Background: an optimization exercise with open tools, aiming at small area, a short achievable clock period and few clock cycles per item. Do not read the settings as production practice. Where RTL was checked, it was by simulation tests only, not by an equivalence proof against the original. The RTL of run 1 was laid out without a check of its function.

`design/flow/design.v`:
```
module aes_sbox_top (
    input  wire [7:0] in,
    output wire [3:0] inv
);
    wire U0 = in[7], U1 = in[6], U2 = in[5], U3 = in[4];
    wire U4 = in[3], U5 = in[2], U6 = in[1], U7 = in[0];
    wire T1 = U0 ^ U3;
    wire T2 = U0 ^ U5;
    wire T3 = U0 ^ U6;
    wire T4 = U3 ^ U5;
    wire T5 = U4 ^ U6;
    wire T6 = T1 ^ T5;
    wire T7 = U1 ^ U2;
    wire T8 = U7 ^ T6;
    wire T9 = U7 ^ T7;
    wire T10 = T6 ^ T7;
    wire T11 = U1 ^ U5;
    wire T12 = U2 ^ U5;
    wire T13 = T3 ^ T4;
    wire T14 = T6 ^ T11;
    wire T15 = T5 ^ T11;
    wire T16 = T5 ^ T12;
    wire T17 = T9 ^ T16;
    wire T18 = U3 ^ U7;
    wire T19 = T7 ^ T18;
    wire T20 = T1 ^ T19;
    wire T21 = U6 ^ U7;
    wire T22 = T7 ^ T21;
    wire T23 = T2 ^ T22;
    wire T24 = T2 ^ T10;
    wire T25 = T20 ^ T17;
    wire T26 = T3 ^ T16;
    wire T27 = T1 ^ T12;
    wire M1 = T13 & T6;
    wire M2 = T23 & T8;
    wire M3 = T14 ^ M1;
    wire M4 = T19 & U7;
    wire M5 = M4 ^ M1;
    wire M6 = T3 & T16;
    wire M7 = T22 & T9;
    wire M8 = T26 ^ M6;
    wire M9 = T20 & T17;
    wire M10 = M9 ^ M6;
    wire M11 = T1 & T15;
    wire M12 = T4 & T27;
    wire M13 = M12 ^ M11;
    wire M14 = T2 & T10;
    wire M15 = M14 ^ M11;
    wire M16 = M3 ^ M2;
    wire M17 = M5 ^ T24;
    wire M18 = M8 ^ M7;
    wire M19 = M10 ^ M15;
    wire M20 = M16 ^ M13;
    wire M21 = M17 ^ M15;
    wire M22 = M18 ^ M13;
    wire M23 = M19 ^ T25;
    wire M24 = M22 ^ M23;
    wire M25 = M22 & M20;
    wire M26 = M21 ^ M25;
    wire M27 = M20 ^ M21;
    wire M28 = M23 ^ M25;
    wire M29 = M28 & M27;
    wire M30 = M26 & M24;
    wire M31 = M20 & M23;
    wire M32 = M27 & M31;
    wire M33 = M27 ^ M25;
    wire M34 = M21 & M22;
    wire M35 = M24 & M34;
    wire M36 = M24 ^ M25;
    wire M37 = M21 ^ M29;
    wire M38 = M32 ^ M33;
    wire M39 = M23 ^ M30;
    wire M40 = M35 ^ M36;
    assign inv = {M37, M38, M39, M40};
endmodule
module aes_sbox_bot (
    input  wire [7:0] in,
    input  wire [3:0] inv,
    output wire [7:0] out
);
    wire U0 = in[7], U1 = in[6], U2 = in[5], U3 = in[4];
    wire U4 = in[3], U5 = in[2], U6 = in[1], U7 = in[0];
    wire T1 = U0 ^ U3;
    wire T2 = U0 ^ U5;
    wire T3 = U0 ^ U6;
    wire T4 = U3 ^ U5;
    wire T5 = U4 ^ U6;
    wire T6 = T1 ^ T5;
    wire T7 = U1 ^ U2;
    wire T8 = U7 ^ T6;
    wire T9 = U7 ^ T7;
    wire T10 = T6 ^ T7;
    wire T11 = U1 ^ U5;
    wire T12 = U2 ^ U5;
    wire T13 = T3 ^ T4;
    wire T14 = T6 ^ T11;
    wire T15 = T5 ^ T11;
    wire T16 = T5 ^ T12;
    wire T17 = T9 ^ T16;
    wire T18 = U3 ^ U7;
    wire T19 = T7 ^ T18;
    wire T20 = (U0 ^ U7) ^ T7;
    wire T21 = U6 ^ U7;
    wire T22 = T7 ^ T21;
    wire T23 = T2 ^ T22;
    wire T24 = T2 ^ T10;
    wire T25 = T20 ^ T17;
    wire T26 = T3 ^ T16;
    wire T27 = T1 ^ T12;
    wire M37 = inv[3], M38 = inv[2], M39 = inv[1], M40 = inv[0];
    wire M41 = M38 ^ M40;
    wire M42 = M37 ^ M39;
    wire M43 = M37 ^ M38;
    wire M44 = M39 ^ M40;
    wire M45 = M42 ^ M41;
    wire M46 = M44 & T6;
    wire M47 = M40 & T8;
    wire M48 = M39 & U7;
    wire M49 = M43 & T16;
    wire M50 = M38 & T9;
    wire M51 = M37 & T17;
    wire M52 = M42 & T15;
    wire M53 = M45 & T27;
    wire M54 = M41 & T10;
    wire M55 = M44 & T13;
    wire M56 = M40 & T23;
    wire M57 = M39 & T19;
    wire M58 = M43 & T3;
    wire M59 = M38 & T22;
    wire M60 = M37 & T20;
    wire M61 = M42 & T1;
    wire M62 = M45 & T4;
    wire M63 = M41 & T2;
    wire L0 = M61 ^ M62;
    wire L1 = M50 ^ M56;
    wire L2 = M46 ^ M48;
    wire L3 = M47 ^ M55;
    wire L4 = M54 ^ M58;
    wire L5 = M49 ^ M61;
    wire L6 = M62 ^ L5;
    wire L7 = M46 ^ L3;
    wire L8 = M51 ^ M59;
    wire L9 = M52 ^ M53;
    wire L10 = M53 ^ L4;
    wire L11 = M60 ^ L2;
    wire L12 = M48 ^ M51;
    wire L13 = M50 ^ L0;
    wire L14 = M52 ^ M61;
    wire L15 = M55 ^ L1;
    wire L16 = M56 ^ L0;
    wire L17 = M57 ^ L1;
    wire L18 = M58 ^ L8;
    wire L19 = M63 ^ L4;
    wire L20 = L0 ^ L1;
    wire L21 = L1 ^ L7;
    wire L22 = L3 ^ L12;
    wire L23 = L18 ^ L2;
    wire L24 = L15 ^ L9;
    wire L25 = L6 ^ L10;
    wire L26 = L7 ^ L9;
    wire L27 = L8 ^ L10;
    wire L28 = L11 ^ L14;
    wire L29 = L11 ^ L17;
    assign out[7] = L6 ^ L24;
    assign out[6] = ~(L16 ^ L26);
    assign out[5] = ~(L19 ^ L28);
    assign out[4] = L6 ^ L21;
    assign out[3] = L20 ^ L22;
    assign out[2] = L25 ^ L29;
    assign out[1] = ~(L13 ^ L27);
    assign out[0] = ~(L6 ^ L23);
endmodule
module aes_sbox (
    input  wire [7:0] in,
    output wire [7:0] out
);
    wire [3:0] inv;
    aes_sbox_top u_top (.in(in), .inv(inv));
    aes_sbox_bot u_bot (.in(in), .inv(inv), .out(out));
endmodule
module aes_enc_core (
    input  wire         clk,
    input  wire         rst,         
    input  wire         in_valid,
    output wire         in_ready,
    input  wire         key_256,     
    input  wire [255:0] key,
    input  wire [127:0] block_in,
    output reg          out_valid,
    output wire [127:0] block_out
);
    genvar i;
    integer b;
    reg  [127:0] st1;
    reg  [255:0] k1;
    reg          busy1, mode1, last1;
    reg  [3:0]   round1;
    reg  [7:0]   rcon1;
    reg          ksel_w, ksel_rw, ksel_rh;
    reg  [191:0] m2;         
    reg  [47:0]  km2;        
    reg  [255:0] k2;
    reg          busy2, mode2, last2;
    reg  [3:0]   round2;
    reg  [7:0]   rcon2;
    reg  [127:0] out_q;
    reg          in_ready_q;
    assign block_out = out_q;
    assign in_ready = in_ready_q;
    wire load = in_ready;
    wire [127:0] ark = st1 ^ k1[255:128];
    wire [31:0]  kx_in = ({32{ksel_w}}  & k1[31:0])
                       | ({32{ksel_rw}} & {k1[23:0], k1[31:24]})
                       | ({32{ksel_rh}} & {k1[151:128], k1[159:152]});
    wire [63:0]  inv1;
    wire [15:0]  kinv1;
    generate
        for (i = 0; i < 16; i = i + 1) begin : g_sbt
            aes_sbox_top u_t (.in(ark[127-8*i -: 8]), .inv(inv1[63-4*i -: 4]));
        end
        for (i = 0; i < 4; i = i + 1) begin : g_ksbt
            aes_sbox_top u_t (.in(kx_in[31-8*i -: 8]), .inv(kinv1[15-4*i -: 4]));
        end
    endgenerate
    wire [127:0] sub;
    generate
        for (i = 0; i < 16; i = i + 1) begin : g_sbb
            aes_sbox_bot u_b (.in(m2[191-12*i -: 8]), .inv(m2[183-12*i -: 4]),
                              .out(sub[127-8*i -: 8]));
        end
    endgenerate
    wire [127:0] shifted;
    generate
        for (i = 0; i < 16; i = i + 1) begin : g_sr
            localparam integer R = i % 4;
            localparam integer C = i / 4;
            localparam integer SRC = ((C + R) % 4) * 4 + R;
            assign shifted[127-8*i -: 8] = sub[127-8*SRC -: 8];
        end
    endgenerate
    wire [127:0] mixed;
    generate
        for (i = 0; i < 4; i = i + 1) begin : g_mc
            wire [7:0] a0 = shifted[127-32*i -: 8];
            wire [7:0] a1 = shifted[119-32*i -: 8];
            wire [7:0] a2 = shifted[111-32*i -: 8];
            wire [7:0] a3 = shifted[103-32*i -: 8];
            wire [7:0] t  = a0 ^ a1 ^ a2 ^ a3;
            wire [7:0] d0 = a0 ^ a1;
            wire [7:0] d1 = a1 ^ a2;
            wire [7:0] d2 = a2 ^ a3;
            wire [7:0] d3 = a3 ^ a0;
            wire [7:0] x0 = {d0[6:0], 1'b0} ^ (d0[7] ? 8'h1b : 8'h00);
            wire [7:0] x1 = {d1[6:0], 1'b0} ^ (d1[7] ? 8'h1b : 8'h00);
            wire [7:0] x2 = {d2[6:0], 1'b0} ^ (d2[7] ? 8'h1b : 8'h00);
            wire [7:0] x3 = {d3[6:0], 1'b0} ^ (d3[7] ? 8'h1b : 8'h00);
            assign mixed[127-32*i -: 8] = a0 ^ t ^ x0;
            assign mixed[119-32*i -: 8] = a1 ^ t ^ x1;
            assign mixed[111-32*i -: 8] = a2 ^ t ^ x2;
            assign mixed[103-32*i -: 8] = a3 ^ t ^ x3;
        end
    endgenerate
    wire [31:0] kx_sub;
    generate
        for (i = 0; i < 4; i = i + 1) begin : g_ksbb
            aes_sbox_bot u_b (.in(km2[47-12*i -: 8]), .inv(km2[39-12*i -: 4]),
                              .out(kx_sub[31-8*i -: 8]));
        end
    endgenerate
    wire        kx_rot = !mode2 || round2[0];
    wire [31:0] b0 = k2[255:224] ^ {kx_rot ? rcon2 : 8'h00, 24'h0};
    wire [31:0] b1 = b0 ^ k2[223:192];
    wire [31:0] b2 = b1 ^ k2[191:160];
    wire [31:0] b3 = b2 ^ k2[159:128];
    wire [127:0] next_words = {b0, b1, b2, b3} ^ {4{kx_sub}};
    wire [127:0] tk_base = mode2 ? k2[127:0] : {b0, b1, b2, b3};
    wire [31:0]  tk_sub  = mode2 ? 32'h0 : kx_sub;
    always @(posedge clk) begin
        for (b = 0; b < 16; b = b + 1)
            m2[191-12*b -: 12] <= {ark[127-8*b -: 8], inv1[63-4*b -: 4]};
        for (b = 0; b < 4; b = b + 1)
            km2[47-12*b -: 12] <= {kx_in[31-8*b -: 8], kinv1[15-4*b -: 4]};
        k2     <= k1;
        mode2  <= mode1;
        round2 <= round1;
        last2  <= last1;
        rcon2  <= rcon1;
        out_q <= (shifted ^ tk_base) ^ {4{tk_sub}};
        if (load) begin
            st1    <= block_in;
            k1     <= key;
            mode1  <= key_256;
            round1 <= 4'd1;
            last1  <= 1'b0;
            rcon1  <= 8'h01;
            ksel_w  <= 1'b0;
            ksel_rw <= key_256;
            ksel_rh <= !key_256;
        end else begin
            st1    <= mixed;
            k1     <= {mode2 ? k2[127:0] : next_words, next_words};
            mode1  <= mode2;
            round1 <= round2 + 4'd1;
            last1  <= (round2 == (mode2 ? 4'd13 : 4'd9));
            rcon1  <= kx_rot ? ({rcon2[6:0], 1'b0} ^ (rcon2[7] ? 8'h1b : 8'h00)) : rcon2;
            ksel_w  <= mode2 && round2[0];
            ksel_rw <= mode2 && !round2[0];
            ksel_rh <= !mode2;
        end
    end
    always @(posedge clk) begin
        if (rst) begin
            busy1     <= 1'b0;
            busy2     <= 1'b0;
            out_valid <= 1'b0;
            in_ready_q <= 1'b1;
        end else begin
            busy2     <= busy1;
            busy1     <= load ? in_valid : (busy2 && !last2);
            out_valid <= busy2 && last2;
            in_ready_q <= (!busy1 || last1) &&
                          (load ? (!in_valid || !key_256)
                                : (!busy2 || last2 || !mode2 || round2 >= 4'd4));
        end
    end
endmodule
```
`design/flow/flow/run.sh`:
```
#!/bin/bash
set -euo pipefail
rm -rf scripts
cp -r "$FLOW_HOME/scripts" scripts
cat > scripts/abc_speed.script <<'EOT'
&get -n
&st
&dch
&nf
&put
topo
stime -c
buffer -c
upsize -c
dnsize -c
EOT
bash standard.sh SCRIPTS_DIR="$PWD/scripts" SETUP_SLACK_MARGIN=5.6 \
  "BUFFER_PORTS_ARGS=-buffer_cell sky130_fd_sc_hd__buf_1" \
  "CTS_ARGS=-sink_clustering_enable -repair_clock_nets -dont_use_dummy_load" finish > standard.log 2>&1
```
`design/flow/standard.sh`:
```
#!/bin/bash
# synth_recipe.tcl (not shown) runs the flow's synth.tcl, then flattens the netlist and writes it again
# the make line also repeats each setting of config.mk as NAME=value (left out here)
make -C /OpenROAD-flow-scripts/flow DESIGN_CONFIG=/design/flow/config.mk WORK_HOME=/design/flow/orfs CLKGATE_MAP_FILE= SYNTH_SCRIPT=/design/flow/synth_recipe.tcl "${@:-finish}"
```
`design/flow/config.mk`:
```
export PLATFORM = sky130hd
export DESIGN_NAME = aes_enc_core
export DESIGN_NICKNAME = aes_enc_core
export VERILOG_FILES = /design/flow/design.v
export SDC_FILE = /design/flow/constraint.sdc
export NUM_CORES = 8
export LEC_CHECK = 0
export CAP_MARGIN = 20
export CORE_MARGIN = 2
export CORE_UTILIZATION = 60
export PLACE_DENSITY = 0.7
export SETUP_SLACK_MARGIN = 5
export SLEW_MARGIN = 20
```
`design/flow/constraint.sdc`:
```
create_clock -name core_clock -period 9.0 [get_ports {clk}]
set_input_delay 1.8000 -clock core_clock [delete_from_list [all_inputs] [get_ports {clk}]]
set_output_delay 1.8000 -clock core_clock [all_outputs]
set_load 0.01 [all_outputs]
```
==> results.cfg, run 1 <==
[setup_path]
timing.rr.start = m2[122]
cp.arrival_ns = 4.02
startpoint_type = flop
critPathCaptureType = flop
r2r_cells = 10
r2r-end = st1[103]
cp_max_fo = 7
required_ns = 9.56
worstSetupStartpoint = m2[122]
path_class = flop to flop
r2r_slack_ns = 5.54

[yosys]
synth_top_flop_cell = dfxtp_1
synth.most_common_cell = xnor2_1
synthArstFlopShare_pct = 0
ys_top_cells_by_area = dfxtp_1 33%, xnor2_1 25%, xor2_1 11%
syn_inst = 6300
ys_seq_elements = 1043
yosys-top-cells-count = 1,763 x xnor2_1, 1,043 x dfxtp_1, 784 x xor2_1
yosys_warnings = 1
ys_seq_area_share_pct = 33.4
ys_types = 58
syn_nets = 6730
yosysTopAreaCellShare_pct = 33.4
postSynthAreaPerCell_um2 = 9.91
synth_edf_count = 0
syn_area_mm2 = 0.0624
synth_top_area_cell = dfxtp_1

[detailed_routing]
detail-route-antenna-nets = 0
via_per_inst = 5.47
drt_pass1_iterations = 10
wire_per_inst_um = 24.8
wl_um = 209000
drt_iter0_drc = 4574
via_count = 45900
route.detailed.drc = 0

[worst_hold_path]
hold_path_startpoint = k1[56]
min_path_type = flop to flop
whs_path_depth = 0
min_to = k2[56]

[cts]
cts_max_level = 3
postCtsHoldBufs = 0
cts_tree = built
cts_buffers = 107
clkLatencyLatePin_ns = 0.71
cts_num_sinks = 1043
path_clk_slew_ns = 0.06
cts_root_buf = clkbuf_16
clockBufferDepth = 3

[grt]
grt.overflow.total = 0
grt_start_max_net_pins = 163
grt_usage_pct = 37.8
antenna_found_initial = 7
top_usage_layer = met2
grt_util_met1_pct = 52.6
grt_use_met2_pct = 56.6
use_met3_pct = 6.38
grt_pass1_vias = 44400
grt_first_pass_wirelength_um = 294000

[floorplan]
fp.dieW_um = 327
die_y_um = 327
initial_core_util_pct = 60.4
die_area_mm2 = 0.107
core_area_mm2 = 0.103
design.portCount = 518
rows = 118

[layout]
final_net_count = 7445
layout-drive-gt1-share_pct = 12.6
register_area_mm2 = 0.0209
area_delta_synth_final_pct = 17.9
fin_util_pct = 71.2
multiInputGateArea_mm2 = 0.0438
n_fill_cell = 7979

[sta]
finalSetupViolations = 0
setup_tns_ns = 0
fmax_ghz = 0.289
hold_viol_final = 0
period_minus_slack_ns = 3.46
relSlewSlack_pct = 22.1
tightest_slew_ns = 1.16
fin_skew_ns = 0.0390
rsz0062_at_grt = true
period_share_pct = 38.4
slew_violations = 0

[run]
drv_cap = 0

[placement]
port_buffers = 517
hpwl_um = 165000
gp_congestion = 1.00

[outcome]
status = complete, no violations
==> worst max path at each step <==
stage	slack [ns]	endpoint	cells past startpoint
finish	5.54	st1[103]	10
global route	5.51	st1[103]	9
CTS	5.52	st1[79]	10
detailed placement	4.80	out_q[114]	8
global placement	4.81	out_q[114]	8
floorplan	5.79	km2[38]	13
==> cells in the final DEF (no fill, tap or decap), types with 17 or more instances in the layout <==
cell and instances:
xnor2_1 1606, dfxtp_1 1008, nand2_1 684, xor2_1 681, buf_1 517, nor2_1 424
o21ai_0 248, buf_4 224, xnor2_2 165, xnor3_1 164, inv_1 131, a21o_1 107
clkbuf_16 107, xor2_2 95, a21oi_1 92, nand2b_1 89, xnor2_4 64, mux2i_1 63
xor2_4 61, xnor3_2 51, o22ai_1 49, o21ai_1 42, ha_1 42, nor2b_1 40
a222oi_1 32, dfxtp_2 30, xor3_1 19, and2_1 19, nor2_2 17
==> what timing repair did <==
item | CTS | global route
setup endpoints to repair | 250 | 276
pin swaps | 56 | 83
gates resized for setup | 193 | 306
setup buffers | 84 | 95
hold endpoints to repair | 0 | 0
==> registers in the layout (all words and copies together), names as in the netlist, 4 cells and up <==
| signal | cells |
|---|---|
| round1 | 4 |
| km2 | 48 |
| out_q | 128 |
| m2 | 192 |
| k2 | 256 |
| rcon2 | 8 |
| k1 | 256 |
| round2 | 4 |
| rcon1 | 8 |
| st1 | 128 |
==> worst max-delay path, cell delays in order (launching register included) <==
cell     delay, ns
dfxtp_1       0.38
xnor2_1       0.36
xnor2_1       0.14
nor2_1        0.24
xnor3_2       0.52
xnor2_4       0.35
xnor2_4       0.19
xnor2_4       0.38
xor2_1        0.25
xnor2_1       0.11
o21ai_1       0.37
==> metal layers <==
metal  vias up  share of wire [%]
met5         -              0.013
li1      21300                  -
met4         4                5.9
met2      2102                 43
met3       401                8.6
met1     22100                 42
==> kinds of logic after synthesis <==
kind of cell    share of synthesized area, %
xor+xnor                                48.0
buf+inv                                 1.76
mux                                     1.30
compound gates                          6.02
simple gates                            8.62
flops                                   33.4
fa+ha+maj                              0.842
==> metrics by stage <==
step	setup slack (ns)	area, µm²	std cells	hold slack (ns)
floorplan	5.79	62400	6300	0.310
global placement	4.81	66000	8104	0.309
detailed placement	4.80	66000	8107	0.312
CTS	5.52	70700	8298	0.318
global route	5.51	73600	8394	0.324
finish	5.54	73600	8395	0.320
==> layout make-up <==
cell class	instances	share of cell area (%)
Antenna cell	2	0.00680
Tap cell	1380	2.35
Clock buffer	107	3.64
Sequential cell	1043	28.4
Multi-Input combinational cell	4970	59.5
Timing Repair Buffer	761	5.33
Inverter	132	0.680
==> run 2: changes to the inputs <==
--- a/design/flow/design.v
+++ b/design/flow/design.v
@@ -1,5 +1,6 @@
 module aes_sbox_top (
     input  wire [7:0] in,
-    output wire [3:0] inv
+    output wire [3:0] inv,
+    output wire [3:0] tl       
 );
     wire U0 = in[7], U1 = in[6], U2 = in[5], U3 = in[4];
@@ -73,8 +74,10 @@
     wire M40 = M35 ^ M36;
     assign inv = {M37, M38, M39, M40};
+    assign tl  = {T8, T10, T17, T23};
 endmodule
 module aes_sbox_bot (
     input  wire [7:0] in,
     input  wire [3:0] inv,
+    input  wire [3:0] tl,
     output wire [7:0] out
 );
@@ -88,7 +91,7 @@
     wire T6 = T1 ^ T5;
     wire T7 = U1 ^ U2;
-    wire T8 = U7 ^ T6;
+    wire T8 = tl[3];
     wire T9 = U7 ^ T7;
-    wire T10 = T6 ^ T7;
+    wire T10 = tl[2];
     wire T11 = U1 ^ U5;
     wire T12 = U2 ^ U5;
@@ -97,11 +100,11 @@
     wire T15 = T5 ^ T11;
     wire T16 = T5 ^ T12;
-    wire T17 = T9 ^ T16;
+    wire T17 = tl[1];
     wire T18 = U3 ^ U7;
     wire T19 = T7 ^ T18;
-    wire T20 = (U0 ^ U7) ^ T7;
+    wire T20 = T1 ^ T19;
     wire T21 = U6 ^ U7;
     wire T22 = T7 ^ T21;
-    wire T23 = T2 ^ T22;
+    wire T23 = tl[0];
     wire T24 = T2 ^ T10;
     wire T25 = T20 ^ T17;
@@ -175,7 +178,7 @@
     output wire [7:0] out
 );
-    wire [3:0] inv;
-    aes_sbox_top u_top (.in(in), .inv(inv));
-    aes_sbox_bot u_bot (.in(in), .inv(inv), .out(out));
+    wire [3:0] inv, tl;
+    aes_sbox_top u_top (.in(in), .inv(inv), .tl(tl));
+    aes_sbox_bot u_bot (.in(in), .inv(inv), .tl(tl), .out(out));
 endmodule
 module aes_enc_core (
@@ -191,5 +194,4 @@
 );
     genvar i;
-    integer b;
     reg  [127:0] st1;
     reg  [255:0] k1;
@@ -198,6 +200,6 @@
     reg  [7:0]   rcon1;
     reg          ksel_w, ksel_rw, ksel_rh;
-    reg  [191:0] m2;         
-    reg  [47:0]  km2;        
+    reg  [255:0] m2;         
+    reg  [63:0]  km2;        
     reg  [255:0] k2;
     reg          busy2, mode2, last2;
@@ -213,12 +215,14 @@
                        | ({32{ksel_rw}} & {k1[23:0], k1[31:24]})
                        | ({32{ksel_rh}} & {k1[151:128], k1[159:152]});
-    wire [63:0]  inv1;
-    wire [15:0]  kinv1;
+    wire [63:0]  inv1, tl1;
+    wire [15:0]  kinv1, ktl1;
     generate
         for (i = 0; i < 16; i = i + 1) begin : g_sbt
-            aes_sbox_top u_t (.in(ark[127-8*i -: 8]), .inv(inv1[63-4*i -: 4]));
+            aes_sbox_top u_t (.in(ark[127-8*i -: 8]), .inv(inv1[63-4*i -: 4]),
+                             .tl(tl1[63-4*i -: 4]));
         end
         for (i = 0; i < 4; i = i + 1) begin : g_ksbt
-            aes_sbox_top u_t (.in(kx_in[31-8*i -: 8]), .inv(kinv1[15-4*i -: 4]));
+            aes_sbox_top u_t (.in(kx_in[31-8*i -: 8]), .inv(kinv1[15-4*i -: 4]),
+                             .tl(ktl1[15-4*i -: 4]));
         end
     endgenerate
@@ -226,6 +230,6 @@
     generate
         for (i = 0; i < 16; i = i + 1) begin : g_sbb
-            aes_sbox_bot u_b (.in(m2[191-12*i -: 8]), .inv(m2[183-12*i -: 4]),
-                              .out(sub[127-8*i -: 8]));
+            aes_sbox_bot u_b (.in(m2[255-16*i -: 8]), .inv(m2[247-16*i -: 4]),
+                              .tl(m2[243-16*i -: 4]), .out(sub[127-8*i -: 8]));
         end
     endgenerate
@@ -264,6 +268,6 @@
     generate
         for (i = 0; i < 4; i = i + 1) begin : g_ksbb
-            aes_sbox_bot u_b (.in(km2[47-12*i -: 8]), .inv(km2[39-12*i -: 4]),
-                              .out(kx_sub[31-8*i -: 8]));
+            aes_sbox_bot u_b (.in(km2[63-16*i -: 8]), .inv(km2[55-16*i -: 4]),
+                              .tl(km2[51-16*i -: 4]), .out(kx_sub[31-8*i -: 8]));
         end
     endgenerate
@@ -277,8 +281,8 @@
     wire [31:0]  tk_sub  = mode2 ? 32'h0 : kx_sub;
     always @(posedge clk) begin
-        for (b = 0; b < 16; b = b + 1)
-            m2[191-12*b -: 12] <= {ark[127-8*b -: 8], inv1[63-4*b -: 4]};
-        for (b = 0; b < 4; b = b + 1)
-            km2[47-12*b -: 12] <= {kx_in[31-8*b -: 8], kinv1[15-4*b -: 4]};
+        for (integer b = 0; b < 16; b = b + 1)
+            m2[255-16*b -: 16] <= {ark[127-8*b -: 8], inv1[63-4*b -: 4], tl1[63-4*b -: 4]};
+        for (integer b = 0; b < 4; b = b + 1)
+            km2[63-16*b -: 16] <= {kx_in[31-8*b -: 8], kinv1[15-4*b -: 4], ktl1[15-4*b -: 4]};
         k2     <= k1;
         mode2  <= mode1;
==> design/flow/flow/run.sh (replaced) <==
#!/bin/bash
# The standard layout (settings from config.mk), with the smallest buffer on every port.
set -euo pipefail
bash standard.sh "BUFFER_PORTS_ARGS=-buffer_cell sky130_fd_sc_hd__buf_1" finish > standard.log 2>&1
--- a/design/flow/config.mk
+++ b/design/flow/config.mk
@@ -8,6 +8,6 @@
 export CAP_MARGIN = 20
 export CORE_MARGIN = 2
-export CORE_UTILIZATION = 60
-export PLACE_DENSITY = 0.7
+export CORE_UTILIZATION = 45
+export PLACE_DENSITY = 0.6
 export SETUP_SLACK_MARGIN = 5
 export SLEW_MARGIN = 20
==> run 2 against run 1 <==
Compared with the run above:
- global-route usage shrank 8.9 points
- die area rose by 36%
- cell count increased by 7.6%
- non-clock buffer count down 158
- largest cell class unchanged
- highest routed layer unchanged
==> results.cfg, run 2 <==
[setup_path]
timing.rr.start = km2[29]
r2r-end = k1[140]
crit_end = k1[140]
worstSetupStartpoint = km2[29]
r2r_cells = 10
required_ns = 9.65
startpoint_type = flop
r2r_slack_ns = 5.04
cp.arrival_ns = 4.61
critPathCaptureType = flop
path_class = flop to flop
cp_max_fo = 7

[placement]
gp_congestion = 0.975
dpl_cell_area_mm2 = 0.0676
dp_slack_ns = 4.53
port_buffers = 517
hpwl_um = 176000

[sta]
slew_violations = 0
setup_tns_ns = 0
fin_skew_ns = 0.0570
relSlewSlack_pct = 22.7
layout_setup_ws_ns = 5.04
period_share_pct = 44.0
hold_viol_final = 0
rsz0062_at_grt = true
period_minus_slack_ns = 3.96
finalSetupViolations = 0
tightest_slew_ns = 1.16
fmax_ghz = 0.253

[detailed_routing]
route.detailed.drc = 0
wire_per_inst_um = 24.1
wl_um = 217000
drt_iter0_drc = 4669
drt_pass1_iterations = 10
via_count = 47600
detail-route-antenna-nets = 0
via_per_inst = 5.26

[yosys]
synth_top_area_cell = dfxtp_1
yosys-top-cells-count = 1,645 x xnor2_1, 1,123 x dfxtp_1, 623 x xor2_1
yosys_warnings = 1
synthArstFlopShare_pct = 0
yosysTopAreaCellShare_pct = 35.1
synth_top_flop_cell = dfxtp_1
ys_seq_area_share_pct = 35.1
ys_types = 78
syn_inst = 6569
ys_seq_elements = 1123
postSynthAreaPerCell_um2 = 9.75
syn_area_mm2 = 0.0641
synth_edf_count = 0
synth.most_common_cell = xnor2_1
syn_nets = 6999
ys_top_cells_by_area = dfxtp_1 35%, xnor2_1 22%, xor2_1 8.5%

[layout]
layout_commonest_cell = xnor2_1
area_delta_synth_final_pct = 14.3
layout_common_cells = 1,568 x xnor2_1, 1,107 x dfxtp_1, 609 x nand2_1, 601 x xor2_1, 517 x buf_1
reg_top3 = k1 x256, k2 x256, m2 x256
stdcell_area_mm2 = 0.0732
layout-drive-gt1-share_pct = 9.29
final_net_count = 7460
fin_util_pct = 51.8

[floorplan]
die_area_mm2 = 0.145
die_y_um = 381
rows = 138
core_area_mm2 = 0.141
initial_core_util_pct = 45.3
design.portCount = 518
fp.dieW_um = 381

[run]
drv_cap = 0

[grt]
grt_start_max_net_pins = 152
top_usage_layer = met2
antenna_found_initial = 25
grt.overflow.total = 0
grt_usage_pct = 28.9
grt_first_pass_wirelength_um = 309000
grt_util_met1_pct = 39.2
grt_pass1_vias = 45900
grt_use_met2_pct = 45.5
use_met3_pct = 3.81

[cts]
cts_buffers = 120
path_clk_slew_ns = 0.06
cts_num_sinks = 1123
cts_root_buf = clkbuf_16
clkLatencyLatePin_ns = 0.79
clockBufferDepth = 3
cts_tree = built
cts_max_level = 3

[worst_hold_path]
min_path_type = flop to flop
hold_path_startpoint = k1[35]

[outcome]
status = complete, no violations
==> run 2: cell count changes in the layout (fill, tap and decap cells not counted), sizes merged, moves of 139 or more <==
cell and change:
xor2 -199, o21ai +172, xnor2 -163, buf -158, mux2 +150, nor2 -139
==> run 2: metal layers <==
| layer | part of all wire, % | vias up | wire length [µm] |
|---|---|---|---|
| li1 | - | 22500 | - |
| met1 | 44 | 22800 | 94800 |
| met2 | 45 | 1832 | 97100 |
| met4 | 5.1 | 16 | 11200 |
| met5 | 0.045 | - | 97 |
| met3 | 6.5 | 389 | 14200 |
==> run 2: layout make-up <==
class	instances	area (µm²)
repair buffers	603	2600
flip-flops and latches	1123	22500
multi-input cells	4964	40500
clock inverters	78	1140
inverters	218	821
well taps	1890	2360
fillers	13000	68200
clock buffers	151	3290
diodes	6	15.0
==> run 2: logic make-up after synthesis <==
family / share of synthesized area, %
XOR/XNOR: 39.1
AND/OR/NAND/NOR: 7.40
AO/OA/AOI/OAI: 9.26
adder cells (fa/ha/maj): 0.898
multiplexers: 5.14
flip-flops: 35.1
buffers and inverters: 3.08
==> run 2: repair_timing <==
item                                    in CTS  in global routing
buffers inserted                            21                 14
hold buffers                                 0                  0
pin swaps                                   14                 11
endpoints found under the setup margin     101                166
gates resized for setup                     37                 94
==> run 2: how the worst min path moves through the flow <==
stage	end	slack, ns	depth (start not counted)
after floorplan	k2[100]	0.31	0
after global placement	k2[84]	0.31	0
after detailed placement	k2[32]	0.31	0
after CTS	rcon2[7]	0.32	0
after global routing	k2[35]	0.31	0
final	k2[35]	0.31	0
==> run 2: metrics by stage <==
step | hold WS, ns | instances
2_1_floorplan | 0.310 | 6569
3_3_place_gp | 0.310 | 8762
3_5_place_dp | 0.312 | 8762
4_1_cts | 0.321 | 9012
5_1_grt | 0.312 | 9028
6_report | 0.307 | 9033
==> run 2: critical path, stage by stage (launching register included) <==
cell and delay [ns]:
dfxtp_1 0.51, xnor3_1 0.54, nand2b_1 0.22, xnor2_1 0.23, xnor2_1 0.20, xnor2_1 0.19
xnor2_1 0.82, xnor2_1 0.20, xor3_1 0.42, o21ai_0 0.19, mux2_2 0.32
Testbench counts of run 2, summed over its fixed seeds: cycles 23,252, items 1,920.
==> run 3: changes to the inputs <==
--- a/design/flow/config.mk
+++ b/design/flow/config.mk
@@ -8,6 +8,7 @@
 export CAP_MARGIN = 20
 export CORE_MARGIN = 2
-export CORE_UTILIZATION = 45
-export PLACE_DENSITY = 0.6
+export CORE_UTILIZATION = 65
+export CTS_BUF_LIST = sky130_fd_sc_hd__clkbuf_4 sky130_fd_sc_hd__clkbuf_8
+export PLACE_DENSITY = 0.75
 export SETUP_SLACK_MARGIN = 5
 export SLEW_MARGIN = 20
==> run 3 against run 2 <==
Compared with the run above:
- global-route usage up 9.3 points
- design area fell by 1.6%
- fmax is 0.13% lower
- worst setup slack worse by 0.0050 ns
- synthesized cell count did not move
- area after synthesis is the same
- wire length fell by 8.6%
- core utilization is 22 points higher
==> results.cfg, run 3 <==
[sta]
hold_viol_final = 0
period_minus_slack_ns = 3.96
relSlewSlack_pct = 13.3
rsz0062_at_grt = true
fin_skew_ns = 0.0550
hold_ws_ns = 0.309
fmax_ghz = 0.252
finalSetupViolations = 0
slew_violations = 0
period_share_pct = 44.0
setup_tns_ns = 0
tightest_slew_ns = 1.29

[yosys]
synthAdderAreaFrac_pct = 0.898
postSynthAreaPerCell_um2 = 9.75
syn_nets = 6999
yosys_warnings = 1
synth.most_common_cell = xnor2_1
ys_top_cells_by_area = dfxtp_1 35%, xnor2_1 22%, xor2_1 8.5%
yosys-top-cells-count = 1,645 x xnor2_1, 1,123 x dfxtp_1, 623 x xor2_1
yosys.area_share.simple_pct = 7.40
ys_seq_area_share_pct = 35.1
synth_top_family_by_area = XOR/XNOR gates
synth_edf_count = 0
synth-xor-area-share_pct = 39.1
yosysTopAreaCellShare_pct = 35.1
synth.mux.area_fraction_pct = 5.14
synth_top_area_cell = dfxtp_1
synth_top_flop_cell = dfxtp_1
syn_area_mm2 = 0.0641
ys_types = 78
synth_compound_gate_area_share_pct = 9.26
syn_inst = 6569
ys_seq_elements = 1123
synthArstFlopShare_pct = 0

[setup_path]
critPathCaptureType = flop
cp_num_cells = 9
worst_path_dominant_cell_family = XOR/XNOR gates
r2r_cells = 9
startpoint_type = flop
critical_path.slowest_cell = xnor3_1
cp_max_fo = 7
path_class = flop to flop
cp_num_buf_inv = 0
crit_path_max_incr_delay_ns = 0.75
required_ns = 9.79
cp_cell_sequence = xor3_1 > xnor2_1 > nor2_1 > xnor3_1 > xnor3_1 > xnor2_1 > nor2_1 > a21oi_1 > xor2_1
cp.arrival_ns = 4.76

[grt]
grt_pass1_vias = 46500
grt_use_met2_pct = 59.7
antenna_found_initial = 11
grt_usage_pct = 38.3
use_met3_pct = 5.55
grt_start_max_net_pins = 87
top_usage_layer = met2
grt.overflow.total = 0
grt_util_met1_pct = 51.0
grt_first_pass_wirelength_um = 290000

[layout]
stdcell_count = 8526
layout_commonest_cell = xnor2_1
layout-drive-gt1-share_pct = 10.7
final_net_count = 7520
reg_top3 = k1 x256, k2 x256, m2 x256
n_fill_cell = 7381
fin_util_pct = 73.5
layout_common_cells = 1,570 x xnor2_1, 1,110 x dfxtp_1, 609 x nand2_1, 600 x xor2_1, 517 x buf_1
area_delta_synth_final_pct = 12.5
stdcell_area_mm2 = 0.0721

[run]
drv_cap = 0

[detailed_routing]
wl_um = 199000
wire_per_inst_um = 23.3
via_count = 48300
route.detailed.drc = 0
via_per_inst = 5.66
drt_pass1_iterations = 10
drt_iter0_drc = 4790
detail-route-antenna-nets = 0

[cts]
cts_root_buf = clkbuf_8
cts_tree = built
path_clk_slew_ns = 0.06
clockBufferDepth = 3
cts_max_level = 4
clkLatencyLatePin_ns = 0.92
cts_num_sinks = 1123
cts_buffers = 184

[floorplan]
initial_core_util_pct = 65.4
core_area_mm2 = 0.0980
die_y_um = 318
die_area_mm2 = 0.101
design.portCount = 518
fp.dieW_um = 318
rows = 115

[placement]
dp_cells = 8153
port_buffers = 517
hpwl_um = 157000
gp_congestion = 0.995
dpl_cell_area_mm2 = 0.0668

[worst_hold_path]
min_path_type = flop to flop
whs_path_depth = 0

[outcome]
status = complete, no violations
[run 3: cell families after synthesis]
kind of cell	count (synthesis)
simple gates	1135
buf+inv	482
mux	308
fa+ha+maj	47
flops	1123
compound gates	969
xor+xnor	2505
[run 3: stage by stage]
| step | setup WS (ns) |
|---|---|
| final | 5.04 |
| after global routing | 4.94 |
| after CTS | 5.00 |
| after detailed placement | 4.57 |
| after global placement | 4.66 |
| after floorplan | 5.52 |
[run 3: layout make-up]
class / instances / area, µm² / share of cell area (%)
well taps: 1287 / 1610 / 2.23
repair buffers: 599 / 2550 / 3.54
clock buffers: 265 / 3420 / 4.74
flip-flops and latches: 1123 / 22500 / 31.2
diodes: 4 / 10.0 / 0.0139
clock inverters: 66 / 692 / 0.960
inverters: 218 / 821 / 1.14
multi-input cells: 4964 / 40500 / 56.1
[run 3: path summary, 6_finish.rpt]
kind / from / end / slack [ns]
worst max-delay path: km2[58] / out_q[28] / 5.04
worst min-delay path: k1[40] / k2[40] / 0.31
worst max register to register: km2[58] / out_q[28] / 5.04
worst min register to register: k1[40] / k2[40] / 0.31
[run 3: layer usage]
layer | up-vias | wire length [µm] | share of wire [%]
met1 | 23000 | 82300 | 41
met2 | 2241 | 87700 | 44
li1 | 22600 | - | -
met3 | 488 | 15900 | 8.0
met4 | 2 | 12600 | 6.3
met5 | - | 12 | 0.0060
[run 3: worst register-to-register path, stage by stage, from the launching register on]
cell     delay (ns)
dfxtp_1        0.52
xor3_1         0.57
xnor2_1        0.16
nor2_1         0.27
xnor3_1        0.46
xnor3_1        0.75
xnor2_1        0.21
nor2_1         0.06
a21oi_1        0.52
xor2_1         0.35
[run 3: repair_timing]
item,4_1_cts,5_1_grt
setup buffers,25,11
gates resized for setup,29,98
setup endpoints to repair,86,189
hold buffers,0,0
pin swaps,16,7
==> run 4: changes to the inputs <==
==> design/flow/flow/run.sh (replaced) <==
#!/bin/bash
# The standard layout (settings from config.mk), with the smallest buffer on every port.
set -euo pipefail
bash standard.sh SETUP_SLACK_MARGIN=5.3 "BUFFER_PORTS_ARGS=-buffer_cell sky130_fd_sc_hd__buf_1" finish > standard.log 2>&1
--- a/design/flow/config.mk
+++ b/design/flow/config.mk
@@ -8,7 +8,6 @@
 export CAP_MARGIN = 20
 export CORE_MARGIN = 2
-export CORE_UTILIZATION = 65
-export CTS_BUF_LIST = sky130_fd_sc_hd__clkbuf_4 sky130_fd_sc_hd__clkbuf_8
-export PLACE_DENSITY = 0.75
+export CORE_UTILIZATION = 60
+export PLACE_DENSITY = 0.7
 export SETUP_SLACK_MARGIN = 5
 export SLEW_MARGIN = 20
==> run 4 against run 3 <==
Compared with the run above:
- critical endpoint is now st1[7]
- via count down 0.71%
- core utilization shrank 3.2 points
- critical path depth is 1 higher
- first-iteration DRC count up 9.6%
- wire length rose by 1.8%
==> results.cfg, run 4 <==
[setup_path]
critPathCaptureType = flop
r2r_cells = 10
required_ns = 9.57
crit_path_max_incr_delay_ns = 0.51
r2r_slack_ns = 5.28
path_class = flop to flop
path_common_cell = xor2_1
cp_cell_sequence = xor3_1 > nand2_1 > xor2_1 > xor2_1 > xor2_1 > xnor2_2 > xor2_2 > xnor2_1 > xnor2_1 > o21ai_0
cp_max_fo = 5
startpoint_type = flop
critical_path.slowest_cell = xor3_1
cp.arrival_ns = 4.29

[cts]
cts_num_sinks = 1123
clockBufferDepth = 3
cts_tree = built
postCtsHoldBufs = 0
cts_root_buf = clkbuf_16
clkLatencyLatePin_ns = 0.74
cts_max_level = 3
cts_buffers = 115
path_clk_slew_ns = 0.07

[grt]
grt.overflow.total = 0
grt_start_max_net_pins = 236
grt_first_pass_wirelength_um = 288000
grt_usage_pct = 35.7
antenna_found_initial = 16
grt_pass1_vias = 45500

[yosys]
yosys_warnings = 1
syn_nets = 6999
synth_top_area_cell = dfxtp_1
ys_types = 78
synthArstFlopShare_pct = 0
synth_top_flop_cell = dfxtp_1
ys_top_cells_by_area = dfxtp_1 35%, xnor2_1 22%, xor2_1 8.5%
synth_edf_count = 0
yosysTopAreaCellShare_pct = 35.1
ys_seq_area_share_pct = 35.1
syn_area_mm2 = 0.0641
ys_seq_elements = 1123
syn_inst = 6569
postSynthAreaPerCell_um2 = 9.75
synth.most_common_cell = xnor2_1
yosys-top-cells-count = 1,645 x xnor2_1, 1,123 x dfxtp_1, 623 x xor2_1

[detailed_routing]
wire_per_inst_um = 23.7
via_per_inst = 5.62
detail-route-antenna-nets = 0
drt_iter0_drc = 5252
wl_um = 202000
route.detailed.drc = 0
drt_pass1_iterations = 10
via_count = 48000

[floorplan]
initial_core_util_pct = 60.7
die_area_mm2 = 0.109
core_area_mm2 = 0.106
die_y_um = 331
rows = 119
design.portCount = 518
fp.dieW_um = 331

[placement]
dp_cells = 8251
hpwl_um = 159000
gp_congestion = 1.03
port_buffers = 517

[sta]
fin_skew_ns = 0.0414
period_minus_slack_ns = 3.72
hold_viol_final = 0
slew_violations = 0
fmax_ghz = 0.269
rsz0062_at_grt = true
relSlewSlack_pct = 28.0
period_share_pct = 41.3
tightest_slew_ns = 1.08
hold_ws_ns = 0.316
setup_tns_ns = 0
finalSetupViolations = 0

[layout]
fin_util_pct = 70.3
layout_common_cells = 1,433 x xnor2_1, 1,073 x dfxtp_1, 609 x nand2_1, 558 x xor2_1, 517 x buf_1
reg_top3 = k1 x256, k2 x256, m2 x256
layout-drive-gt1-share_pct = 12.8
layout_commonest_cell = xnor2_1
final_net_count = 7474
area_delta_synth_final_pct = 15.9
stdcell_count = 8535
n_fill_cell = 8176

[worst_hold_path]
whs_path_depth = 0
min_path_type = flop to flop

[outcome]
status = complete, no violations

[run]
drv_cap = 0
## run 4: kinds of logic (layout without fill, tap and decap cells)
logic type | Yosys count | after routing | synth area share [%]
AO/OA/AOI/OAI | 969 | 969 | 9.26
XOR/XNOR | 2505 | 2505 | 39.1
adder cells (fa/ha/maj) | 47 | 47 | 0.898
buffers and inverters | 482 | 1052 | 3.08
flip-flops | 1123 | 1123 | 35.1
multiplexers | 308 | 308 | 5.14
other | 0 | 5 | 0
AND/OR/NAND/NOR | 1135 | 1135 | 7.40
## run 4: repair_timing
action                     in CTS  in global routing
setup endpoints to repair     265                254
pin swaps                      29                 24
resized for setup             172                252
setup buffers                  42                 25
## run 4: area by class of cell
cell class                 instances  area, µm²  area share [%]
multi-input combinational       4964      42300            57.0
tap                             1391       1740            2.34
clock buffer                     151       3230            4.36
clock inverter                    61        777            1.05
antenna                            5       12.5          0.0169
inverter                         218        821            1.11
sequential                      1123      22600            30.4
timing repair buffer             622       2800            3.78
## run 4: metal layers
metal  wire length, µm  track usage [%]  vias to the layer above
li1                  -                -                    22500
met1             84100             48.0                    23000
met2             89900             55.8                     2061
met3             16300             5.59                      445
met4             11800             18.0                        6
met5                42                0                        -
## run 4: path summary, 6_finish.rpt
check | startpoint | endpoint
max | m2[237] | st1[7]
min | k1[32] | k2[32]
max reg2reg | m2[237] | st1[7]
min reg2reg | k1[32] | k2[32]
## run 4: critical path, delay by kind of cell (launching register included)
family / cells / cell delay [ns]
AND/OR/NAND/NOR: 1 / 0.13
AO/OA/AOI/OAI: 1 / 0.39
flip-flops: 1 / 0.46
XOR/XNOR: 8 / 2.61
## run 4: per-stage QoR
stage               cell area (µm²)  setup slack [ns]
floorplan                     64100              5.52
global placement              66900              4.69
detailed placement            66900              4.70
CTS                           72400              5.21
global route                  74200              5.14
finish                        74300              5.28
==> run 5: changes to the inputs <==
==> design/flow/flow/run.sh (replaced) <==
#!/bin/bash
# The standard layout (settings from config.mk), with the smallest buffer on every port.
set -euo pipefail
bash standard.sh SETUP_SLACK_MARGIN=5.45 "BUFFER_PORTS_ARGS=-buffer_cell sky130_fd_sc_hd__buf_1" finish > standard.log 2>&1
==> run 5 against run 4 <==
Compared with the run above:
- worst hold slack improved by 0.0052 ns
- register-to-register slack improved by 0.19 ns
- critical path type unchanged
- critical path depth is 1 lower
- cell count rose by 0.77%
- worst setup slack gained 0.19 ns
==> results.cfg, run 5 <==
[outcome]
status = complete, no violations

[layout]
area_delta_synth_final_pct = 19.1
layout_commonest_cell = xnor2_1
reg_top3 = k1 x256, k2 x256, m2 x256
final_net_count = 7537
layout-drive-gt1-share_pct = 16.4
layout_common_cells = 1,342 x xnor2_1, 1,032 x dfxtp_1, 609 x nand2_1, 525 x xor2_1, 517 x buf_1

[cts]
cts_max_level = 3
cts_root_buf = clkbuf_16
cts_tree = built
path_clk_slew_ns = 0.06
clkLatencyLatePin_ns = 0.74
clockBufferDepth = 3
cts_buffers = 115
cts_num_sinks = 1123

[floorplan]
rows = 119
core_area_mm2 = 0.106
die_area_mm2 = 0.109
fp.dieW_um = 331
die_y_um = 331
design.portCount = 518
initial_core_util_pct = 60.7

[detailed_routing]
detail-route-antenna-nets = 0
route.detailed.drc = 0
drt_iter0_drc = 5558
via_count = 48700
wire_per_inst_um = 23.8
drt_pass1_iterations = 8
wl_um = 205000
via_per_inst = 5.66

[placement]
port_buffers = 517
gp_congestion = 1.03
hpwl_um = 159000

[yosys]
synthArstFlopShare_pct = 0
ys_seq_elements = 1123
ys_seq_area_share_pct = 35.1
ys_top_cells_by_area = dfxtp_1 35%, xnor2_1 22%, xor2_1 8.5%
yosys-top-cells-count = 1,645 x xnor2_1, 1,123 x dfxtp_1, 623 x xor2_1
syn_inst = 6569
ys_types = 78
yosysTopAreaCellShare_pct = 35.1
synth_top_flop_cell = dfxtp_1
synth_edf_count = 0
synth_top_area_cell = dfxtp_1
syn_nets = 6999
synth.most_common_cell = xnor2_1
postSynthAreaPerCell_um2 = 9.75
yosys_warnings = 1
syn_area_mm2 = 0.0641

[grt]
use_met3_pct = 5.21
grt_pass1_vias = 45800
grt_use_met2_pct = 56.2
grt_first_pass_wirelength_um = 291000
grt_util_met1_pct = 48.6
grt_usage_pct = 35.9
grt_start_max_net_pins = 236
grt.overflow.total = 0
top_usage_layer = met2
antenna_found_initial = 17

[sta]
relSlewSlack_pct = 28.9
setup_tns_ns = 0
period_minus_slack_ns = 3.53
hold_ws_ns = 0.321
hold_viol_final = 0
period_share_pct = 39.2
rsz0062_at_grt = true
fin_skew_ns = 0.0393
slew_violations = 0
tightest_slew_ns = 1.07
fmax_ghz = 0.283
finalSetupViolations = 0

[setup_path]
path_class = flop to flop
cp.arrival_ns = 4.09
startpoint_type = flop
cp_max_fo = 10
required_ns = 9.56
r2r_cells = 9
critPathCaptureType = flop

[worst_hold_path]
min_path_type = flop to flop
whs_path_depth = 0

[run]
drv_cap = 0
run 5: layout make-up:
cell class / instances / area [µm²]
multi-input cells: 4964 / 43700
fillers: 7842 / 29300
flip-flops and latches: 1123 / 22600
repair buffers: 685 / 3350
clock buffers: 151 / 3230
well taps: 1391 / 1740
inverters: 218 / 826
clock inverters: 61 / 777
diodes: 8 / 20.0
run 5: repair_timing:
action	CTS	global route
setup endpoints to repair	368	299
pin swaps	49	67
buffers inserted	67	63
hold buffers	0	0
resized for setup	316	366
run 5: logic make-up (layout without fill, tap and decap cells):
logic type | after synthesis | in the layout | synth area share, %
xor+xnor | 2505 | 2505 | 39.1
simple gates | 1135 | 1135 | 7.40
other cells | 0 | 8 | 0
mux | 308 | 308 | 5.14
flops | 1123 | 1123 | 35.1
fa+ha+maj | 47 | 47 | 0.898
buf+inv | 482 | 1115 | 3.08
compound gates | 969 | 969 | 9.26
run 5: stage by stage:
stage	instance area [µm²]	cells	setup WS [ns]	util, %
finish	76300	8601	5.47	72.3
global route	76300	8595	5.30	72.3
CTS	73500	8530	5.35	69.6
detailed placement	66900	8251	4.70	63.4
global placement	66900	8251	4.69	63.4
floorplan	64100	6569	5.52	-
run 5: critical path, cell delays in order, from the launching register on:
cell and delay (ns):
dfxtp_1 0.42, xnor3_1 0.60, xnor2_1 0.20, and2_1 0.19, xnor2_1 0.28, xnor3_1 0.38
xnor3_1 0.46, xor2_2 0.31, xnor2_1 0.11, o21ai_0 0.41
run 5: final timing paths:
check | from | to | slack (ns)
max | m2[125] | st1[42] | 5.47
min | k1[55] | k2[55] | 0.32
max reg2reg | m2[125] | st1[42] | 5.47
min reg2reg | k1[55] | k2[55] | 0.32
run 5: metal layers:
layer | vias to the layer above | part of all wire (%)
li1 | 22600 | -
met1 | 23300 | 41
met2 | 2278 | 45
met3 | 487 | 8.2
met4 | 6 | 5.7
met5 | - | 0.021
==> run 6: changes to the inputs <==
--- a/design/flow/config.mk
+++ b/design/flow/config.mk
@@ -6,4 +6,5 @@
 export NUM_CORES = 8
 export LEC_CHECK = 0
+export ABC_AREA = 1
 export CAP_MARGIN = 20
 export CORE_MARGIN = 2
==> run 6 against run 5 <==
Compared with the run above:
- die area grew 22%
- global-route usage increased by 9.2 points
- synthesized cell count rose by 95%
- largest cell class unchanged
==> results.cfg, run 6 <==
[cts]
postCtsHoldBufs = 0
cts_buffers = 117
path_clk_slew_ns = 0.07
cts_num_sinks = 1123
cts_max_level = 3
cts_tree = built
cts_root_buf = clkbuf_16
clockBufferDepth = 3
clkLatencyLatePin_ns = 0.80

[grt]
grt_usage_pct = 45.2
grt_first_pass_wirelength_um = 450000
grt_pass1_vias = 75300
grt_start_max_net_pins = 164
antenna_found_initial = 30
grt.overflow.total = 0

[outcome]
status = complete, no violations

[detailed_routing]
via_count = 84800
wl_um = 314000
via_per_inst = 5.61
drt_pass1_iterations = 7
route.detailed.drc = 0
drt_iter0_drc = 10200
wire_per_inst_um = 20.8
detail-route-antenna-nets = 0

[layout]
layout_common_cells = 6,385 x nand2_1, 1,425 x nand3_1, 1,199 x inv_1, 1,112 x dfxtp_1, 756 x xor2_1
final_net_count = 13700
register_area_mm2 = 0.0225
layout-drive-gt1-share_pct = 5.03
n_fill_cell = 11900
reg_top3 = k1 x256, k2 x256, m2 x256
layout_commonest_cell = nand2_1
multiInputGateArea_mm2 = 0.0506
area_delta_synth_final_pct = 10.2
stdcell_area_mm2 = 0.0862

[setup_path]
cp.arrival_ns = 1.72
cp_max_fo = 64
crit_end = in_ready
r2r_slack_ns = 5.56
startpoint_type = flop
r2r_cells = 18
r2r-end = st1[83]
worstSetupStartpoint = in_ready_q
critPathCaptureType = primary output
timing.rr.start = m2[102]
required_ns = 7.20
path_class = flop to primary output

[run]
drv_cap = 0

[sta]
tightest_slew_ns = 1.21
layout_setup_ws_ns = 5.48
relSlewSlack_pct = 18.4
period_share_pct = 39.1
setup_tns_ns = 0
period_minus_slack_ns = 3.52
finalSetupViolations = 0
fmax_ghz = 0.284
slew_violations = 0
fin_skew_ns = 0.0580
rsz0062_at_grt = false
hold_viol_final = 0

[yosys]
yosys-top-cells-count = 6,399 x nand2_1, 1,430 x nand3_1, 1,200 x inv_1
synth_top_area_cell = nand2_1
synth_top_flop_cell = dfxtp_1
ys_seq_elements = 1123
ys_types = 49
ys_seq_area_share_pct = 28.7
syn_area_mm2 = 0.0782
synth.most_common_cell = nand2_1
ys_top_cells_by_area = nand2_1 31%, dfxtp_1 29%, nand3_1 9.1%
yosys_warnings = 1
synthArstFlopShare_pct = 0
yosysTopAreaCellShare_pct = 30.7
syn_inst = 12800
synth_edf_count = 0
syn_nets = 13200
postSynthAreaPerCell_um2 = 6.12

[floorplan]
die_y_um = 365
core_area_mm2 = 0.129
rows = 132
initial_core_util_pct = 60.4
die_area_mm2 = 0.133
design.portCount = 518
fp.dieW_um = 365

[placement]
dp_slack_ns = 5.25
dpl_cell_area_mm2 = 0.0817
gp_congestion = 1.07
port_buffers = 517
hpwl_um = 256000

[worst_hold_path]
min_path_type = flop to flop
run 6: cell count changes after synthesis, moves of 144 or more:
| cell | change |
|---|---|
| nand2_1 | +5790 |
| nand3_1 | +1392 |
| xnor2_1 | -1160 |
| inv_1 | +999 |
| o21ai_0 | -231 |
| mux2_2 | -166 |
| xnor3_1 | -149 |
| xor2_1 | +144 |
run 6: how the worst min path moves through the flow:
stage / from / endpoint / slack [ns] / cells after the start
after floorplan: k1[100] / k2[100] / 0.31 / 0
after global placement: k1[127] / k2[127] / 0.31 / 0
after detailed placement: k1[119] / k2[119] / 0.31 / 0
after CTS: k1[65] / k2[65] / 0.31 / 0
after global routing: k1[55] / k2[55] / 0.32 / 0
final: k1[65] / k2[65] / 0.31 / 0
run 6: kinds of logic (layout without fill, tap and decap cells):
family,count (synthesis),count (layout),share of synthesized area [%]
AO/OA/AOI/OAI,310,310,2.05
XOR/XNOR,1369,1369,16.6
adder cells (fa/ha/maj),42,42,0.672
buffers and inverters,1405,1972,6.89
flip-flops,1123,1123,28.7
other,0,22,0
AND/OR/NAND/NOR,8536,8536,45.1
run 6: final cells by class:
cell class	count	area share, %
Multi-Input combinational cell	10300	58.7
Sequential cell	1123	26.1
Inverter	1215	5.31
Clock buffer	143	3.65
Timing Repair Buffer	541	2.57
Tap cell	1742	2.53
Clock inverter	73	1.05
Antenna cell	22	0.0639
run 6: per-stage QoR:
stage,std cells,util [%],hold WS (ns)
3_3_place_gp,14900,63.1,0.310
5_1_grt,15100,66.5,0.323
4_1_cts,15100,66.3,0.309
3_5_place_dp,14900,63.1,0.312
6_report,15100,66.5,0.308
2_1_floorplan,12800,-,0.310
run 6: critical path: stages (launching register included):
cell and delay (ns):
dfxtp_4 0.39, buf_16 0.29, buf_1 0.24
run 6: routing by layer:
layer	wire length (µm)	global-route usage (%)	vias to the layer above
met3	41000	13.1	882
met2	126000	65.3	4762
met1	120000	57.5	38800
li1	-	-	40300
met5	185	0	-
met4	26300	32.1	26
run 6: timing repair:
action / 4_1_cts / 5_1_grt
buffers inserted: 2 / 1
resized for setup: 5 / 58
endpoints found under the setup margin: 27 / 95
==> run 7: changes to the inputs <==
==> design/flow/flow/run.sh (replaced) <==
#!/bin/bash
# The standard layout (settings from config.mk), with the smallest buffer on every port.
set -euo pipefail
bash standard.sh SETUP_SLACK_MARGIN=5.6 "BUFFER_PORTS_ARGS=-buffer_cell sky130_fd_sc_hd__buf_1" finish > standard.log 2>&1
--- a/design/flow/config.mk
+++ b/design/flow/config.mk
@@ -6,5 +6,4 @@
 export NUM_CORES = 8
 export LEC_CHECK = 0
-export ABC_AREA = 1
 export CAP_MARGIN = 20
 export CORE_MARGIN = 2
==> run 7 against run 6 <==
Compared with the run above:
- still clean
- design area fell by 8.1%
- fmax grew 3.3%
- die area decreased by 18%
- critical path depth is 10 higher
- critical endpoint is now st1[77]
==> results.cfg, run 7 <==
[outcome]
status = complete, no violations

[setup_path]
required_ns = 9.57
startpoint_type = flop
r2r_slack_ns = 5.59
r2r_cells = 12
cp_max_fo = 6
worstSetupStartpoint = m2[197]
timing.rr.start = m2[197]
r2r-end = st1[77]
cp.arrival_ns = 3.98
path_class = flop to flop
critPathCaptureType = flop

[cts]
clockBufferDepth = 3
cts_tree = built
postCtsHoldBufs = 0
cts_buffers = 115
path_clk_slew_ns = 0.06
cts_num_sinks = 1123
cts_max_level = 3
cts_root_buf = clkbuf_16
clkLatencyLatePin_ns = 0.73

[detailed_routing]
wire_per_inst_um = 24.2
via_count = 49400
drt_iter0_drc = 5184
via_per_inst = 5.66
wl_um = 211000
drt_pass1_iterations = 7
route.detailed.drc = 0
detail-route-antenna-nets = 0

[layout]
fin_util_pct = 75.0
final_net_count = 7668
reg_top3 = k1 x256, k2 x256, m2 x256
area_delta_synth_final_pct = 23.6
layout_common_cells = 1,270 x xnor2_1, 989 x dfxtp_1, 609 x nand2_1, 517 x buf_1, 490 x xor2_1
stdcell_count = 8729
layout_commonest_cell = xnor2_1
layout-drive-gt1-share_pct = 20.5

[placement]
hpwl_um = 160000
dp_cells = 8255
gp_congestion = 0.987
port_buffers = 517

[yosys]
yosys-top-cells-count = 1,645 x xnor2_1, 1,123 x dfxtp_1, 623 x xor2_1
syn_area_mm2 = 0.0641
ys_seq_area_share_pct = 35.1
yosysTopAreaCellShare_pct = 35.1
ys_types = 78
ys_top_cells_by_area = dfxtp_1 35%, xnor2_1 22%, xor2_1 8.5%
postSynthAreaPerCell_um2 = 9.75
synthArstFlopShare_pct = 0
ys_seq_elements = 1123
synth.most_common_cell = xnor2_1
syn_inst = 6569
synth_top_area_cell = dfxtp_1
synth_edf_count = 0
synth_top_flop_cell = dfxtp_1
yosys_warnings = 1
syn_nets = 6999

[sta]
rsz0062_at_grt = true
relSlewSlack_pct = 31.3
finalSetupViolations = 0
fin_skew_ns = 0.0319
period_minus_slack_ns = 3.41
hold_viol_final = 0
setup_tns_ns = 0
tightest_slew_ns = 1.03
period_share_pct = 37.9
slew_violations = 0
fmax_ghz = 0.294

[floorplan]
fp.dieW_um = 331
core_area_mm2 = 0.106
die_y_um = 331
initial_core_util_pct = 60.7
design.portCount = 518
die_area_mm2 = 0.109
rows = 119

[grt]
grt_pass1_vias = 46500
grt.overflow.total = 0
antenna_found_initial = 19
grt_start_max_net_pins = 195
grt_usage_pct = 36.7
grt_first_pass_wirelength_um = 295000

[worst_hold_path]
min_to = k2[109]
min_path_type = flop to flop
whs_path_depth = 0
hold_path_startpoint = k1[109]

[run]
drv_cap = 0
-- run 7: cell count changes after synthesis, sizes merged, moves of 181 or more --
cell / delta
or2: -181
nand2: -5843
o21ai: +217
xnor2: +1159
xor2: -216
inv: -1008
nand3: -1419
-- run 7: kinds of logic after synthesis --
family / share of synthesized area (%)
AND/OR/NAND/NOR: 7.40
flip-flops: 35.1
multiplexers: 5.14
XOR/XNOR: 39.1
AO/OA/AOI/OAI: 9.26
buffers and inverters: 3.08
adder cells (fa/ha/maj): 0.898
-- run 7: worst max-delay path by stage --
stage	slack, ns	to	depth (start not counted)
finish	5.59	st1[77]	12
global route	5.47	km2[54]	14
CTS	5.50	st1[21]	10
detailed placement	4.59	k1[187]	9
global placement	4.67	k1[187]	9
floorplan	5.61	km2[36]	14
-- run 7: repair_timing --
item                                    in CTS  in global routing
resized for setup                          551                429
buffers inserted                           107                149
endpoints found under the setup margin     449                307
cloned                                       0                  1
pin swaps                                   88                108
-- run 7: metrics by stage --
step / instance area (µm²) / hold WS [ns] / setup slack, ns
5_1_grt: 79200 / 0.327 / 5.47
3_5_place_dp: 67000 / 0.312 / 4.59
2_1_floorplan: 64100 / 0.310 / 5.61
3_3_place_gp: 67000 / 0.310 / 4.67
6_report: 79200 / 0.320 / 5.59
4_1_cts: 75200 / 0.320 / 5.50
-- run 7: per-layer routing --
metal | up-vias | track usage (%) | part of all wire (%)
li1 | 22800 | - | -
met5 | - | 0 | 0.026
met4 | 8 | 19.7 | 6.5
met2 | 2300 | 57.2 | 45
met3 | 526 | 6.19 | 8.5
met1 | 23700 | 48.8 | 40
-- run 7: final cells by class --
type	count	area, µm²
repair buffers	815	4460
multi-input cells	4965	45400
clock inverters	53	756
inverters	218	841
flip-flops and latches	1123	22700
well taps	1391	1740
fillers	7366	26400
diodes	9	22.5
clock buffers	155	3220
-- run 7: worst max-delay path, stage by stage (launching register included) --
cell and delay, ns:
dfxtp_4 0.40, xnor2_4 0.17, a221o_1 0.34, a221oi_4 0.38, xor3_2 0.47, xor2_4 0.19
buf_12 0.15, xnor2_4 0.34, buf_6 0.18, xor2_1 0.19, xnor2_1 0.19, xnor2_1 0.17
o21ai_0 0.10

## separate check: timing with driven ports
In the flow no input, the clock included, has a driving cell. The finished layouts below were timed again as built, in two steps. Step 1: set_driving_cell puts a clkbuf_16 on clk and a buf_2 on each other input, an assumption about the parent block. Step 2 times the ports against the registers' clock, not the clock port: input delays grow and output delays shrink by t, the midpoint of the rising clock arrivals with the driver on. a / b / c = ideal / step 1 / step 2; a / b = the first two.
| run | shift t [ns] | slack for setup (ns) | worst hold slack (ns) | cell pins on the clock port's net |
|---|---|---|---|---|
| run 1 | 0.767 | 5.541 / 5.541 / 5.541 | 0.320 / 0.320 / 0.320 | 1 |
| run 2 | 0.844 | 5.041 / 5.041 / 5.041 | 0.307 / 0.307 / 0.307 | 1 |
| run 3 | 0.968 | 5.036 / 5.036 / 5.036 | 0.309 / 0.309 / 0.309 | 1 |
| run 4 | 0.793 | 5.280 / 5.280 / 5.280 | 0.316 / 0.316 / 0.316 | 1 |
| run 5 | 0.797 | 5.472 / 5.472 / 5.472 | 0.321 / 0.321 / 0.321 | 1 |
| run 6 | 0.861 | 5.480 / 5.388 / 5.556 | 0.308 / 0.308 / 0.308 | 1 |
| run 7 | 0.792 | 5.593 / 5.580 / 5.593 | 0.320 / 0.320 / 0.320 | 1 |
After both steps setup and hold are still met in every run listed.
